This is an optimization exercise on Yosys and OpenROAD, whose aim is small area, a short achievable clock period and few clock cycles, not a production implementation. Where RTL was checked, it was by simulation tests only, not by an equivalence proof against the original.

v33:
==> module gz_sbox, before the edit <==
module gz_sbox (
    input  wire [7:0] a,
    output wire [7:0] y
);
    wire U0 = a[7], U1 = a[6], U2 = a[5], U3 = a[4],
         U4 = a[3], U5 = a[2], U6 = a[1], U7 = a[0];
    wire T1, T2, T3, T4, T5, T6, T7, T8, T9, T10, T11, T12, T13, T14, T15, T16, T17, T18, T19, T20, T21, T22, T23, T24, T25, T26, T27, M1, M2, M3, M4, M5, M6, M7, M8, M9, M10, M11, M12, M13, M14, M15, M16, M17, M18, M19, M20, M21, M22, M23, M46, M47, M48, M49, M50, M51, M52, M53, M54, M55, M56, M57, M58, M59, M60, M61, M62, M63, N0, N1, N2, N3, N4, N5, N6, N7, N8, N9, N10, N11, N12, N13, N14, N15, N16, N17, N18, N19, N20, N21, N22, N23, N24, N25, N26, N27, N28, N29, N30, N31, N32, S0, S1, S2, S3, S4, S5, S6, S7, M37, M38, M39, M40, M41, M42, M43, M44, M45;
    assign T1 = U0 ^ U3;
    assign T2 = U0 ^ U5;
    assign T3 = U0 ^ U6;
    assign T4 = U3 ^ U5;
    assign T5 = U4 ^ U6;
    assign T6 = T1 ^ T5;
    assign T7 = U1 ^ U2;
    assign T8 = U7 ^ T6;
    assign T9 = U7 ^ T7;
    assign T10 = T6 ^ T7;
    assign T11 = U1 ^ U5;
    assign T12 = U2 ^ U5;
    assign T13 = T3 ^ T4;
    assign T14 = T6 ^ T11;
    assign T15 = T5 ^ T11;
    assign T16 = T5 ^ T12;
    assign T17 = T9 ^ T16;
    assign T18 = U3 ^ U7;
    assign T19 = T7 ^ T18;
    assign T20 = T1 ^ T19;
    assign T21 = U6 ^ U7;
    assign T22 = T7 ^ T21;
    assign T23 = T2 ^ T22;
    assign T24 = T2 ^ T10;
    assign T25 = T20 ^ T17;
    assign T26 = T3 ^ T16;
    assign T27 = T1 ^ T12;
    assign M1 = T13 & T6;
    assign M2 = T23 & T8;
    assign M3 = T14 ^ M1;
    assign M4 = T19 & U7;
    assign M5 = M4 ^ M1;
    assign M6 = T3 & T16;
    assign M7 = T22 & T9;
    assign M8 = T26 ^ M6;
    assign M9 = T20 & T17;
    assign M10 = M9 ^ M6;
    assign M11 = T1 & T15;
    assign M12 = T4 & T27;
    assign M13 = M12 ^ M11;
    assign M14 = T2 & T10;
    assign M15 = M14 ^ M11;
    assign M16 = M3 ^ M2;
    assign M17 = M5 ^ T24;
    assign M18 = M8 ^ M7;
    assign M19 = M10 ^ M15;
    assign M20 = M16 ^ M13;
    assign M21 = M17 ^ M15;
    assign M22 = M18 ^ M13;
    assign M23 = M19 ^ T25;
    assign M46 = M44 & T6;
    assign M47 = M40 & T8;
    assign M48 = M39 & U7;
    assign M49 = M43 & T16;
    assign M50 = M38 & T9;
    assign M51 = M37 & T17;
    assign M52 = M42 & T15;
    assign M53 = M45 & T27;
    assign M54 = M41 & T10;
    assign M55 = M44 & T13;
    assign M56 = M40 & T23;
    assign M57 = M39 & T19;
    assign M58 = M43 & T3;
    assign M59 = M38 & T22;
    assign M60 = M37 & T20;
    assign M61 = M42 & T1;
    assign M62 = M45 & T4;
    assign M63 = M41 & T2;
    assign N0 = M61 ^ M62;
    assign N1 = M56 ^ N0;
    assign N2 = M55 ^ N1;
    assign N3 = M49 ^ M50;
    assign N4 = M54 ^ M58;
    assign N5 = M46 ^ M48;
    assign N6 = M52 ^ M53;
    assign N7 = M46 ^ M47;
    assign N8 = M50 ^ M51;
    assign N9 = N5 ^ N8;
    assign N10 = M59 ^ N0;
    assign N11 = M53 ^ N4;
    assign N12 = M60 ^ N5;
    assign N13 = N11 ^ N12;
    assign N14 = N6 ^ N7;
    assign N15 = N14 ^ N2;
    assign N16 = N3 ^ N6;
    assign N17 = N16 ^ N2;
    assign N18 = N3 ^ N7;
    assign N19 = N2 ^ N18;
    assign N20 = N8 ^ N11;
    assign N21 = N20 ^ N10;
    assign N22 = N7 ^ N9;
    assign N23 = N22 ^ N2;
    assign N24 = M61 ^ M63;
    assign N25 = N6 ^ N24;
    assign N26 = N13 ^ N25;
    assign N27 = M58 ^ N3;
    assign N28 = N9 ^ N27;
    assign N29 = N28 ^ N10;
    assign N30 = M57 ^ N3;
    assign N31 = N1 ^ N30;
    assign N32 = N13 ^ N31;
    assign S0 = N17;
    assign S1 = ~N15;
    assign S2 = ~N26;
    assign S3 = N19;
    assign S4 = N23;
    assign S5 = N32;
    assign S6 = ~N21;
    assign S7 = ~N29;
    reg [8:0] inv;
    always @(*) begin
        case ({M20, M21, M22, M23})
            4'd0: inv = 9'b000000000;
            4'd1: inv = 9'b001111000;
            4'd2: inv = 9'b000110011;
            4'd3: inv = 9'b001001011;
            4'd4: inv = 9'b110011000;
            4'd5: inv = 9'b010100110;
            4'd6: inv = 9'b111010011;
            4'd7: inv = 9'b011011110;
            4'd8: inv = 9'b010010101;
            4'd9: inv = 9'b101110101;
            4'd10: inv = 9'b101000110;
            4'd11: inv = 9'b011101101;
            4'd12: inv = 9'b100001101;
            4'd13: inv = 9'b100111110;
            4'd14: inv = 9'b110101011;
            4'd15: inv = 9'b111100000;
        endcase
    end
    assign {M37, M38, M39, M40, M41, M42, M43, M44, M45} = inv;
    assign y = {S0, S1, S2, S3, S4, S5, S6, S7};
endmodule
Settings: LEC_CHECK=0, CAP_MARGIN=20, CORE_MARGIN=2, CORE_UTILIZATION=45, PLACE_DENSITY=0.6, SETUP_SLACK_MARGIN=4, SLEW_MARGIN=20; clock period 10.0 ns.
standard.sh (not shown) runs the stock make flow with config.mk's settings and CLKGATE_MAP_FILE= SYNTH_SCRIPT=/design/flow/synth_recipe.tcl, a recipe that flattens the netlist after the stock synthesis.
==> flow/flow/run.sh <==
#!/bin/bash
# Own flow: the standard layout (standard.sh), except that synthesis maps
# the logic with an area-oriented ABC script (flow/abc_map.script) instead of
# ORFS's delay script, which restructures the XOR networks of the S-boxes
# into much larger logic; 3-input XOR cells are left out of the mapping
# (two 2-input ones are smaller). Everything else, registers included, is the
# standard synthesis; placement, CTS and routing are standard.sh's, with
# plain buffers on the ports.
set -euo pipefail
W=$PWD
ABC_SCRIPT=$W/flow/abc_map.script
cat > $W/own_synth.tcl <<EOS
proc abc {args} {
  set i [lsearch \$args -script]
  if {\$i >= 0} { lset args [expr {\$i + 1}] $ABC_SCRIPT }
  foreach c {xor3_1 xor3_2 xor3_4 xnor3_1 xnor3_2 xnor3_4} {
    lappend args -dont_use sky130_fd_sc_hd__\$c
  }
  yosys abc {*}\$args
}
source $W/synth_recipe.tcl
EOS
sed "s|$W/synth_recipe.tcl|$W/own_synth.tcl|g" $W/standard.sh > $W/own_standard.sh
grep -q own_synth.tcl $W/own_standard.sh
bash $W/own_standard.sh synth > $W/synth.log 2>&1
# The ports' buffers are the platform's plain buf_1 instead of the buffer
# buffer_ports picks on its own (clkdlybuf4s50_1, a slow delay cell).
bash $W/own_standard.sh "BUFFER_PORTS_ARGS=-buffer_cell sky130_fd_sc_hd__buf_1" finish > $W/layout.log 2>&1
==> flow/flow/abc_map.script <==
&get -n
&st
&dch -f
&nf -R 1000
&put
v33: no failed stages, no open violations at the end
### v33 -> v14
--- a/flow/design.v
+++ b/flow/design.v
@@ -3,9 +3,9 @@
     output wire [7:0] y
 );
     wire U0 = a[7], U1 = a[6], U2 = a[5], U3 = a[4],
          U4 = a[3], U5 = a[2], U6 = a[1], U7 = a[0];
-    wire T1, T2, T3, T4, T5, T6, T7, T8, T9, T10, T11, T12, T13, T14, T15, T16, T17, T18, T19, T20, T21, T22, T23, T24, T25, T26, T27, M1, M2, M3, M4, M5, M6, M7, M8, M9, M10, M11, M12, M13, M14, M15, M16, M17, M18, M19, M20, M21, M22, M23, M46, M47, M48, M49, M50, M51, M52, M53, M54, M55, M56, M57, M58, M59, M60, M61, M62, M63, N0, N1, N2, N3, N4, N5, N6, N7, N8, N9, N10, N11, N12, N13, N14, N15, N16, N17, N18, N19, N20, N21, N22, N23, N24, N25, N26, N27, N28, N29, N30, N31, N32, S0, S1, S2, S3, S4, S5, S6, S7, M37, M38, M39, M40, M41, M42, M43, M44, M45;
+    wire T1, T2, T3, T4, T5, T6, T7, T8, T9, T10, T11, T12, T13, T14, T15, T16, T17, T18, T19, T20, T21, T22, T23, T24, T25, T26, T27, M1, M2, M3, M4, M5, M6, M7, M8, M9, M10, M11, M12, M13, M14, M15, M16, M17, M18, M19, M20, M21, M22, M23, M24, M25, M26, M27, M28, M29, M30, M31, M32, M33, M34, M35, M36, M37, M38, M39, M40, M41, M42, M43, M44, M45, M46, M47, M48, M49, M50, M51, M52, M53, M54, M55, M56, M57, M58, M59, M60, M61, M62, M63, N0, N1, N2, N3, N4, N5, N6, N7, N8, N9, N10, N11, N12, N13, N14, N15, N16, N17, N18, N19, N20, N21, N22, N23, N24, N25, N26, N27, N28, N29, N30, N31, N32, S0, S1, S2, S3, S4, S5, S6, S7;
     assign T1 = U0 ^ U3;
     assign T2 = U0 ^ U5;
     assign T3 = U0 ^ U6;
     assign T4 = U3 ^ U5;
@@ -54,8 +54,30 @@
     assign M20 = M16 ^ M13;
     assign M21 = M17 ^ M15;
     assign M22 = M18 ^ M13;
     assign M23 = M19 ^ T25;
+    assign M24 = M22 ^ M23;
+    assign M25 = M22 & M20;
+    assign M26 = M21 ^ M25;
+    assign M27 = M20 ^ M21;
+    assign M28 = M23 ^ M25;
+    assign M29 = M28 & M27;
+    assign M30 = M26 & M24;
+    assign M31 = M20 & M23;
+    assign M32 = M27 & M31;
+    assign M33 = M27 ^ M25;
+    assign M34 = M21 & M22;
+    assign M35 = M24 & M34;
+    assign M36 = M24 ^ M25;
+    assign M37 = M21 ^ M29;
+    assign M38 = M32 ^ M33;
+    assign M39 = M23 ^ M30;
+    assign M40 = M35 ^ M36;
+    assign M41 = M38 ^ M40;
+    assign M42 = M37 ^ M39;
+    assign M43 = M37 ^ M38;
+    assign M44 = M39 ^ M40;
+    assign M45 = M42 ^ M41;
     assign M46 = M44 & T6;
     assign M47 = M40 & T8;
     assign M48 = M39 & U7;
     assign M49 = M43 & T16;
@@ -113,30 +135,8 @@
     assign S4 = N23;
     assign S5 = N32;
     assign S6 = ~N21;
     assign S7 = ~N29;
-    reg [8:0] inv;
-    always @(*) begin
-        case ({M20, M21, M22, M23})
-            4'd0: inv = 9'b000000000;
-            4'd1: inv = 9'b001111000;
-            4'd2: inv = 9'b000110011;
-            4'd3: inv = 9'b001001011;
-            4'd4: inv = 9'b110011000;
-            4'd5: inv = 9'b010100110;
-            4'd6: inv = 9'b111010011;
-            4'd7: inv = 9'b011011110;
-            4'd8: inv = 9'b010010101;
-            4'd9: inv = 9'b101110101;
-            4'd10: inv = 9'b101000110;
-            4'd11: inv = 9'b011101101;
-            4'd12: inv = 9'b100001101;
-            4'd13: inv = 9'b100111110;
-            4'd14: inv = 9'b110101011;
-            4'd15: inv = 9'b111100000;
-        endcase
-    end
-    assign {M37, M38, M39, M40, M41, M42, M43, M44, M45} = inv;
     assign y = {S0, S1, S2, S3, S4, S5, S6, S7};
 endmodule
 module gz_cmac (
     input  wire         clk,
--- outcome ---
- v14: done, clean on timing, DRC and antenna
- Summary — post-cts resize count, v14 relative to v33: higher, by 51.
- Summary of v14 over v33: worst setup slack level; design area moved down; critical path depth moved up.
- v14 against v33: area overhead of the layout relative to synthesis +3.9 points.
- met1 track utilization from global routing in v14 is 0.47 points above v33.
Testbench counts of v14, summed over its fixed seeds: cycles 27,258.
The RTL of v33 was laid out without a check of its function.

==> re-timing with driven ports <==
The flow's constraints put no driver on any port. The routed layouts listed below were extracted and timed again, unchanged, in two steps.
Step 1, drivers: a clkbuf_16 drives clk and a buf_2 each remaining input, both assumed.
Step 2 also shifts input and output timing later by t, the mid clock arrival at the registers, as if the neighbouring blocks saw the same clock.
Slacks: no drivers / after step 1 / after step 2; pairs: no drivers / after step 1.
run	shift t [ns]	slack for setup (ns)	worst setup path after step 2	cell pins on the clock port's net
v33	0.726	4.132 / 4.132 / 4.082	input to register	1
v14	0.756	4.131 / 4.131 / 3.569	input to register	1
After both steps setup and hold are still met in every run listed. For v14, which loses most, drivers alone change the setup slack by 0.000 ns; drivers and shift together by -0.562 ns.
